From an optimization exercise on the open Yosys and OpenROAD flow, aimed at small area, a short achievable clock period and few clock cycles; shortcuts taken in it are not production practice. Only the layout flow was run in this run; the RTL was not checked for function there.

==> flow/design.v <==
module corr_cos_sin (
    input  wire        [5:0] k,
    output reg  signed [6:0] wc,
    output reg  signed [6:0] ws
);
  always @(*) begin
    case (k)
      6'd0: begin wc = 7'sd63; ws = 7'sd0; end
      6'd1: begin wc = 7'sd63; ws = 7'sd6; end
      6'd2: begin wc = 7'sd62; ws = 7'sd12; end
      6'd3: begin wc = 7'sd60; ws = 7'sd18; end
      6'd4: begin wc = 7'sd58; ws = 7'sd24; end
      6'd5: begin wc = 7'sd56; ws = 7'sd30; end
      6'd6: begin wc = 7'sd52; ws = 7'sd35; end
      6'd7: begin wc = 7'sd49; ws = 7'sd40; end
      6'd8: begin wc = 7'sd45; ws = 7'sd45; end
      6'd9: begin wc = 7'sd40; ws = 7'sd49; end
      6'd10: begin wc = 7'sd35; ws = 7'sd52; end
      6'd11: begin wc = 7'sd30; ws = 7'sd56; end
      6'd12: begin wc = 7'sd24; ws = 7'sd58; end
      6'd13: begin wc = 7'sd18; ws = 7'sd60; end
      6'd14: begin wc = 7'sd12; ws = 7'sd62; end
      6'd15: begin wc = 7'sd6; ws = 7'sd63; end
      6'd16: begin wc = 7'sd0; ws = 7'sd63; end
      6'd17: begin wc = -7'sd6; ws = 7'sd63; end
      6'd18: begin wc = -7'sd12; ws = 7'sd62; end
      6'd19: begin wc = -7'sd18; ws = 7'sd60; end
      6'd20: begin wc = -7'sd24; ws = 7'sd58; end
      6'd21: begin wc = -7'sd30; ws = 7'sd56; end
      6'd22: begin wc = -7'sd35; ws = 7'sd52; end
      6'd23: begin wc = -7'sd40; ws = 7'sd49; end
      6'd24: begin wc = -7'sd45; ws = 7'sd45; end
      6'd25: begin wc = -7'sd49; ws = 7'sd40; end
      6'd26: begin wc = -7'sd52; ws = 7'sd35; end
      6'd27: begin wc = -7'sd56; ws = 7'sd30; end
      6'd28: begin wc = -7'sd58; ws = 7'sd24; end
      6'd29: begin wc = -7'sd60; ws = 7'sd18; end
      6'd30: begin wc = -7'sd62; ws = 7'sd12; end
      6'd31: begin wc = -7'sd63; ws = 7'sd6; end
      6'd32: begin wc = -7'sd63; ws = 7'sd0; end
      6'd33: begin wc = -7'sd63; ws = -7'sd6; end
      6'd34: begin wc = -7'sd62; ws = -7'sd12; end
      6'd35: begin wc = -7'sd60; ws = -7'sd18; end
      6'd36: begin wc = -7'sd58; ws = -7'sd24; end
      6'd37: begin wc = -7'sd56; ws = -7'sd30; end
      6'd38: begin wc = -7'sd52; ws = -7'sd35; end
      6'd39: begin wc = -7'sd49; ws = -7'sd40; end
      6'd40: begin wc = -7'sd45; ws = -7'sd45; end
      6'd41: begin wc = -7'sd40; ws = -7'sd49; end
      6'd42: begin wc = -7'sd35; ws = -7'sd52; end
      6'd43: begin wc = -7'sd30; ws = -7'sd56; end
      6'd44: begin wc = -7'sd24; ws = -7'sd58; end
      6'd45: begin wc = -7'sd18; ws = -7'sd60; end
      6'd46: begin wc = -7'sd12; ws = -7'sd62; end
      6'd47: begin wc = -7'sd6; ws = -7'sd63; end
      6'd48: begin wc = 7'sd0; ws = -7'sd63; end
      6'd49: begin wc = 7'sd6; ws = -7'sd63; end
      6'd50: begin wc = 7'sd12; ws = -7'sd62; end
      6'd51: begin wc = 7'sd18; ws = -7'sd60; end
      6'd52: begin wc = 7'sd24; ws = -7'sd58; end
      6'd53: begin wc = 7'sd30; ws = -7'sd56; end
      6'd54: begin wc = 7'sd35; ws = -7'sd52; end
      6'd55: begin wc = 7'sd40; ws = -7'sd49; end
      6'd56: begin wc = 7'sd45; ws = -7'sd45; end
      6'd57: begin wc = 7'sd49; ws = -7'sd40; end
      6'd58: begin wc = 7'sd52; ws = -7'sd35; end
      6'd59: begin wc = 7'sd56; ws = -7'sd30; end
      6'd60: begin wc = 7'sd58; ws = -7'sd24; end
      6'd61: begin wc = 7'sd60; ws = -7'sd18; end
      6'd62: begin wc = 7'sd62; ws = -7'sd12; end
      6'd63: begin wc = 7'sd63; ws = -7'sd6; end
      default: begin wc = 7'sd0; ws = 7'sd0; end
    endcase
  end
endmodule
module corr_acc (
    input  wire               clk,
    input  wire               clear,
    input  wire               en,
    input  wire               neg,
    input  wire signed [11:0] term,
    output reg  signed [31:0] acc,
    output wire               sat
);
  localparam signed [32:0] MAXV = 33'sd2147483647;
  localparam signed [32:0] MINV = -33'sd2147483647;
  wire signed [12:0] addend = neg ? -{term[11], term} : {term[11], term};
  wire signed [32:0] sum    = {acc[31], acc} + {{20{addend[12]}}, addend};
  assign sat = en && ((sum > MAXV) || (sum < MINV));
  always @(posedge clk) begin
    if (clear)
      acc <= 32'sd0;
    else if (en) begin
      if (sum > MAXV)
        acc <= MAXV[31:0];
      else if (sum < MINV)
        acc <= MINV[31:0];
      else
        acc <= sum[31:0];
    end
  end
endmodule
module corr_channel (
    input  wire        clk,
    input  wire        rst,
    input  wire        cfg_valid,
    output wire        cfg_ready,
    input  wire [35:0] cfg_fcw,
    input  wire [35:0] cfg_phi,
    input  wire [35:0] cfg_cfw,
    input  wire [35:0] cfg_frac,
    input  wire [3:0]  cfg_de,
    input  wire [3:0]  cfg_dv,
    input  wire [23:0] cfg_nsamp,
    input  wire        s_valid,
    output wire        s_ready,
    input  wire        s_x,
    input  wire [3:0]  s_i,
    input  wire [3:0]  s_q,
    input  wire        chip,
    output wire        chip_take,
    output wire        res_valid,
    output wire [31:0] res_ve_i,
    output wire [31:0] res_ve_q,
    output wire [31:0] res_e_i,
    output wire [31:0] res_e_q,
    output wire [31:0] res_p_i,
    output wire [31:0] res_p_q,
    output wire [31:0] res_l_i,
    output wire [31:0] res_l_q,
    output wire [31:0] res_vl_i,
    output wire [31:0] res_vl_q,
    output wire [23:0] res_used,
    output wire        res_range
);
  localparam [1:0] S_IDLE = 2'd0, S_FILL = 2'd1, S_RUN = 2'd2, S_DONE = 2'd3;
  reg [1:0]  state;
  reg [1:0]  fill_cnt;
  reg [35:0] fcw, cfw;
  reg [3:0]  de, dv;
  reg [35:0] phase;
  reg [35:0] frac;
  reg [23:0] remaining;
  reg [2:0]  window;      
  reg [23:0] used;
  reg        range;
  wire cfg_fire = (state == S_IDLE) && cfg_valid;
  wire s_fire   = (state == S_RUN) && s_valid;
  wire last     = (remaining == 24'd1);
  wire [9:0]  sat;           
  wire        any_sat = |sat;
  wire [36:0] frac_sum = {1'b0, frac} + {1'b0, cfw};
  wire        carry    = frac_sum[36];
  assign cfg_ready = (state == S_IDLE);
  assign s_ready   = (state == S_RUN);
  assign chip_take = (state == S_FILL) || (s_fire && carry && !last);
  assign res_valid = (state == S_DONE);
  always @(posedge clk) begin
    if (rst) begin
      state <= S_IDLE;
    end else begin
      case (state)
        S_IDLE: if (cfg_valid) begin
          state    <= S_FILL;
          fill_cnt <= 2'd0;
        end
        S_FILL: begin
          fill_cnt <= fill_cnt + 2'd1;
          if (fill_cnt == 2'd2) state <= S_RUN;
        end
        S_RUN:  if (s_valid && last) state <= S_DONE;
        S_DONE: state <= S_IDLE;
        default: state <= S_IDLE;
      endcase
    end
  end
  always @(posedge clk) begin
    if (cfg_fire) begin
      fcw       <= cfg_fcw;
      cfw       <= cfg_cfw;
      de        <= cfg_de;
      dv        <= cfg_dv;
      phase     <= cfg_phi;
      frac      <= cfg_frac;
      remaining <= cfg_nsamp;
      used      <= 24'd0;
      range     <= 1'b0;
    end else begin
      if (chip_take)
        window <= {window[1:0], chip};
      if (s_fire) begin
        phase     <= phase + fcw;
        frac      <= frac_sum[35:0];
        remaining <= remaining - 24'd1;
        if (!s_x) begin
          used <= used + 24'd1;
          if (any_sat) range <= 1'b1;
        end
      end
    end
  end
  wire signed [6:0] wc, ws;
  corr_cos_sin u_lut (.k(phase[35:30]), .wc(wc), .ws(ws));
  wire signed [4:0]  vi = {s_i, 1'b1};
  wire signed [4:0]  vq = {s_q, 1'b1};
  wire signed [11:0] re = vi * wc + vq * ws;
  wire signed [11:0] im = vq * wc - vi * ws;
  wire [3:0] fh = frac[35:32];
  wire c_m = window[2];
  wire c_0 = window[1];
  wire c_p = window[0];
  wire [4:0] fh_de = {1'b0, fh} + {1'b0, de};
  wire [4:0] fh_dv = {1'b0, fh} + {1'b0, dv};
  wire r_ve = (fh < dv) ? c_m : c_0;
  wire r_e  = (fh < de) ? c_m : c_0;
  wire r_p  = c_0;
  wire r_l  = fh_de[4] ? c_p : c_0;
  wire r_vl = fh_dv[4] ? c_p : c_0;
  wire acc_en = s_fire && !s_x;
  corr_acc u_ve_i (.clk(clk), .clear(cfg_fire), .en(acc_en), .neg(r_ve), .term(re), .acc(res_ve_i), .sat(sat[0]));
  corr_acc u_ve_q (.clk(clk), .clear(cfg_fire), .en(acc_en), .neg(r_ve), .term(im), .acc(res_ve_q), .sat(sat[1]));
  corr_acc u_e_i  (.clk(clk), .clear(cfg_fire), .en(acc_en), .neg(r_e),  .term(re), .acc(res_e_i),  .sat(sat[2]));
  corr_acc u_e_q  (.clk(clk), .clear(cfg_fire), .en(acc_en), .neg(r_e),  .term(im), .acc(res_e_q),  .sat(sat[3]));
  corr_acc u_p_i  (.clk(clk), .clear(cfg_fire), .en(acc_en), .neg(r_p),  .term(re), .acc(res_p_i),  .sat(sat[4]));
  corr_acc u_p_q  (.clk(clk), .clear(cfg_fire), .en(acc_en), .neg(r_p),  .term(im), .acc(res_p_q),  .sat(sat[5]));
  corr_acc u_l_i  (.clk(clk), .clear(cfg_fire), .en(acc_en), .neg(r_l),  .term(re), .acc(res_l_i),  .sat(sat[6]));
  corr_acc u_l_q  (.clk(clk), .clear(cfg_fire), .en(acc_en), .neg(r_l),  .term(im), .acc(res_l_q),  .sat(sat[7]));
  corr_acc u_vl_i (.clk(clk), .clear(cfg_fire), .en(acc_en), .neg(r_vl), .term(re), .acc(res_vl_i), .sat(sat[8]));
  corr_acc u_vl_q (.clk(clk), .clear(cfg_fire), .en(acc_en), .neg(r_vl), .term(im), .acc(res_vl_q), .sat(sat[9]));
  assign res_used  = used;
  assign res_range = range;
endmodule
==> flow/run.sh <==
#!/bin/bash
# synth_recipe.tcl (not shown) runs the flow's synth.tcl, then flattens the netlist and writes it again
# the make line also repeats each setting of config.mk as NAME=value (left out here)
make -C /OpenROAD-flow-scripts/flow DESIGN_CONFIG=/design/flow/config.mk WORK_HOME=/design/flow/orfs CLKGATE_MAP_FILE= SYNTH_SCRIPT=/design/flow/synth_recipe.tcl finish
==> flow/config.mk <==
export PLATFORM = sky130hd
export DESIGN_NAME = corr_channel
export DESIGN_NICKNAME = corr_channel
export VERILOG_FILES = /design/flow/design.v
export SDC_FILE = /design/flow/constraint.sdc
export NUM_CORES = 4
export LEC_CHECK = 0
export CAP_MARGIN = 20
export CORE_MARGIN = 2
export CORE_UTILIZATION = 40
export PLACE_DENSITY = 0.6
export SLEW_MARGIN = 20
==> flow/constraint.sdc <==
create_clock -name core_clock -period 13.0 [get_ports {clk}]
set_input_delay 2.6000 -clock core_clock [delete_from_list [all_inputs] [get_ports {clk}]]
set_output_delay 2.6000 -clock core_clock [all_outputs]
set_load 0.01 [all_outputs]
==> results.txt <==
Global routing
The wire length of the first global-routing pass is ~280000 um. The total overflow left after global routing is 0. The largest net degree at the start of global routing is about 130. The number of global-route vias before repair was about 47000. The initial antenna violation count is 27.

Global routing used between 20% and 30% of the available tracks across all layers.

Routing
The number of search-and-repair iterations in the first detailed-routing pass is 6. The final layout contains routed wiring with a total length of ~180000 um. Once detail routing completed, the nets flagged for antenna violations numbered 0. The detailed-route via count is between 40000 and 50000. For this run, design rule violations remaining after detail routing come to 0.

The number of DRC markers after the initial detailed-route iteration is ~4000. The post-detailed-route via-to-cell ratio is ~5.8. The routed length per instance is roughly 21 um.

Yosys
In this run, synthesis produced a sequential element count of 542. The share of the yosys chip area belonging to registers is 24.8%. The netlist area before placement is just over 0.05 sq mm. The synthesized instance count is 6355. The average instance area after synthesis is 8.03 sq um. In this run, synthesis inferred 181 flip-flops with an integrated enable. The synthesis warning total is 3. The share of synthesized flip-flops with an asynchronous set or reset is 0%. For this run, the leading register cell type out of synthesis is dfxtp_1.

The total nets after synthesis is about 7200. The count of cell types in the netlist is ~100.

Clock network
The H-tree was split into 3 levels. The latest clock arrival within the worst-skew pair is around 0.74 ns. Buffers inserted during clock tree synthesis total 73. Clock-pin slew was measured on the worst setup and hold paths at around 0.060 ns. The clock passes through at most 3 buffers.

The cell at the root of the clock tree is clkbuf_16. The number of sinks on the clock net is 542. The CTS tree is done. After clock tree synthesis, the flow added hold-fix buffers numbering 0.

Worst setup path
The cell with the largest stage delay on the worst path is a2111oi_0. The element type at the critical path end is a flip-flop. The delay of the slowest critical-path stage is 0.84 ns. The worst setup path is of the in2reg kind. The worst reg-to-reg path cell count is 37. For the worst setup path, the data arrival time is roughly 13 ns.

Along the worst path, the maximum fanout reaches 17. At the worst endpoint, the required time is about 14 ns. The worst setup path is launched from a primary input. Counting stages on the worst path, the most repeated cell is fa_1.

Outcome
The flow ran to the end and the layout has no timing, DRC or antenna violations.

Floorplanning
The floorplan step defined a core boundary enclosing ~0.13 sq mm. The total number of placement rows is between 100 and 150. The starting density of the core is between 40% and 50%. During I/O placement, the number of pins put on the boundary was 539. The die height is around 360 um.

Measured along the x axis, the die boundary spans ~360 um. The floorplan step defined a die boundary enclosing about 0.13 sq mm.

STA
The number of hold violations in the final report is 0. The final-report max-slew violation count is 0. Setup violations remaining at the end of the flow were counted as 0. The post-route worst hold slack is 0.504 ns. The final critical path takes up a little over nine tenths of the cycle. The clock period minus final worst setup slack is 12.42 ns. Setup repair after global routing left no endpoint under its margin.

The worst slew margin relative to its limit is a little under 30%. At the pin with the least slew margin, the transition time is 1.06 ns. After layout, the worst setup slack is 0.582 ns. Timing would allow up to between 80 and 90 MHz. Clock skew on the completed layout was measured at 0.0454 ns.

Final layout
The layout filler cell count is 12482. For this run, the post-layout net count is between 7000 and 8000. The layout cell share with drive strength beyond 1 is under 10%. The layout-stage area growth over the synthesis result is 19.8%. At the end of the flow the core is filled with cells to between 40 and 50%. The non-filler instance count after layout is 8554.

Placement
The worst slack after detailed placement is -0.379 ns. The number of placed instances, taps included is about 8400. The final weighted congestion in routability-driven placement is around 0.93. Once detailed placement completed, the half-perimeter wirelength came to about 140000 um.

The count of buffers added on input and output ports is between 500 and 600.

Flow run
The max-capacitance violation count is 0.

Hold path
The worst hold path belongs to the class reg2reg. Counting instances, the worst hold path has a depth of 2.
==> worst max-delay path: cells and delay by family <==
family	cells	cell delay (ns)
simple gates	8	1.64
buf+inv	8	1.60
fa+ha+maj	7	3.13
xor+xnor	1	0.30
compound gates	13	3.11
mux	1	0.52
==> state kept, by name, summed over array words and instances (netlist names), 2 cells and up <==
register,count
u_p_i.acc,32
u_vl_q.acc,32
used,24
fcw,36
state,2
u_l_i.acc,32
u_e_i.acc,32
window,3
u_p_q.acc,32
dv,4
wc,7
u_e_q.acc,32
u_ve_q.acc,32
u_ve_i.acc,32
cfw,36
frac,36
u_l_q.acc,32
ws,7
de,4
fill_cnt,2
u_vl_i.acc,32
remaining,24
phase,36
==> placed cells by master (no fill, tap or decap), drive strengths merged, types with 79 or more instances in the layout <==
cell type	count
inv	351
nor3	121
nor2	546
o21ai	598
xnor2	244
clkdlybuf4s50	537
a211oi	79
edfxtp	181
xor2	212
and2	85
nand2b	85
nand2	505
nand3	102
dfxtp	361
a21o	178
ha	492
buf	124
a21oi	690
fa	130
clkbuf	97
==> final cells by class <==
type	count	area (sq um)	share of cell area, %
multi-input cells	5184	36100	59.1
flip-flops and latches	542	12700	20.7
repair buffers	662	6360	10.4
well taps	1662	2080	3.40
clock buffers	97	2040	3.33
inverters	351	1330	2.17
clock inverters	35	480	0.786
diodes	21	52.6	0.0860
==> logic make-up after synthesis <==
kind of cell,count (synthesis),synth area share [%]
DFF,542,24.8
buffers and inverters,629,4.69
AOI/OAI and AO/OA,2128,25.7
muxes,48,0.978
adders and majority gates,658,17.9
and+or+nand+nor,1894,18.1
xor gates and xnor gates,456,7.83
==> per-layer routing <==
layer / vias up / GRT usage [%] / wire length (um)
met2: 1390 / 43.5 / 82500
li1: 24087 / - / -
met3: 245 / 4.62 / 11200
met1: 23693 / 35.8 / 81700
met4: 10 / 10.4 / 5990
met5: - / 0 / 63
==> cells in the mapped netlist, types with 71 or more instances <==
cell	instances	area (sq um)
a21o_1	178	1340
nand3_1	102	510
o21a_1	71	533
edfxtp_1	181	5440
nor2_1	546	2050
dfxtp_1	361	7230
xnor2_1	244	2140
nor3_1	121	606
nand2b_1	85	532
nand2_1	495	1860
inv_1	348	1310
and2_1	84	526
a31oi_1	77	482
nor2b_1	75	469
a21oi_1	679	3400
fa_1	130	2600
xor2_1	212	1860
a211oi_1	78	586
o21ai_0	577	2890
ha_1	492	6160
clkbuf_1	264	991
==> final timing paths <==
kind	startpoint	slack, ns	endpoint
worst max-delay path	s_i[1]	0.58	u_l_q.acc[1]
worst min-delay path	used[5]	0.50	used[5]
worst max register to register	wc[1]	2.54	u_l_q.acc[1]
worst min register to register	used[5]	0.50	used[5]
==> what timing repair did <==
| item | CTS | global route |
|---|---|---|
| setup endpoints to repair | 0 | 33 |
| resized for setup | 0 | 10 |
| setup buffers | 0 | 0 |
==> stage by stage <==
step	area [sq um]	setup TNS [ns]
after floorplan	51000	0
after global placement	58500	-0.336
after detailed placement	58500	-0.600
after CTS	61000	0
after global routing	61100	0
final	61100	0

[static timing again, ports no longer ideal]
The flow's constraints put no driver on any port. The routed layout listed below was extracted and timed again, unchanged, in two steps.
Step 1, drivers: a clkbuf_16 drives clk and a buf_2 each remaining input, both assumed.
Step 2 moves the port delays by t, midway between the first and last clock arrival at a register: inputs arrive t later, outputs are due t later. That takes back most of the time a late clock gives input paths.
a / b / c = ideal ports / drivers / drivers and shift; a / b = the first two.
t (ns): 0.799
setup WS [ns]: 0.582 / 0.624 / -0.175
latest minus earliest clock arrival (ns): 0.048 / 0.048
slew at the worst register clock pin (ns): 0.07 / 0.07
pins driven straight from the clock port: 1
With both steps, setup timing fails in this run, where it was met with ideal ports. The setup slack of this run moves by +0.042 ns with the drivers and by -0.757 ns with both steps.
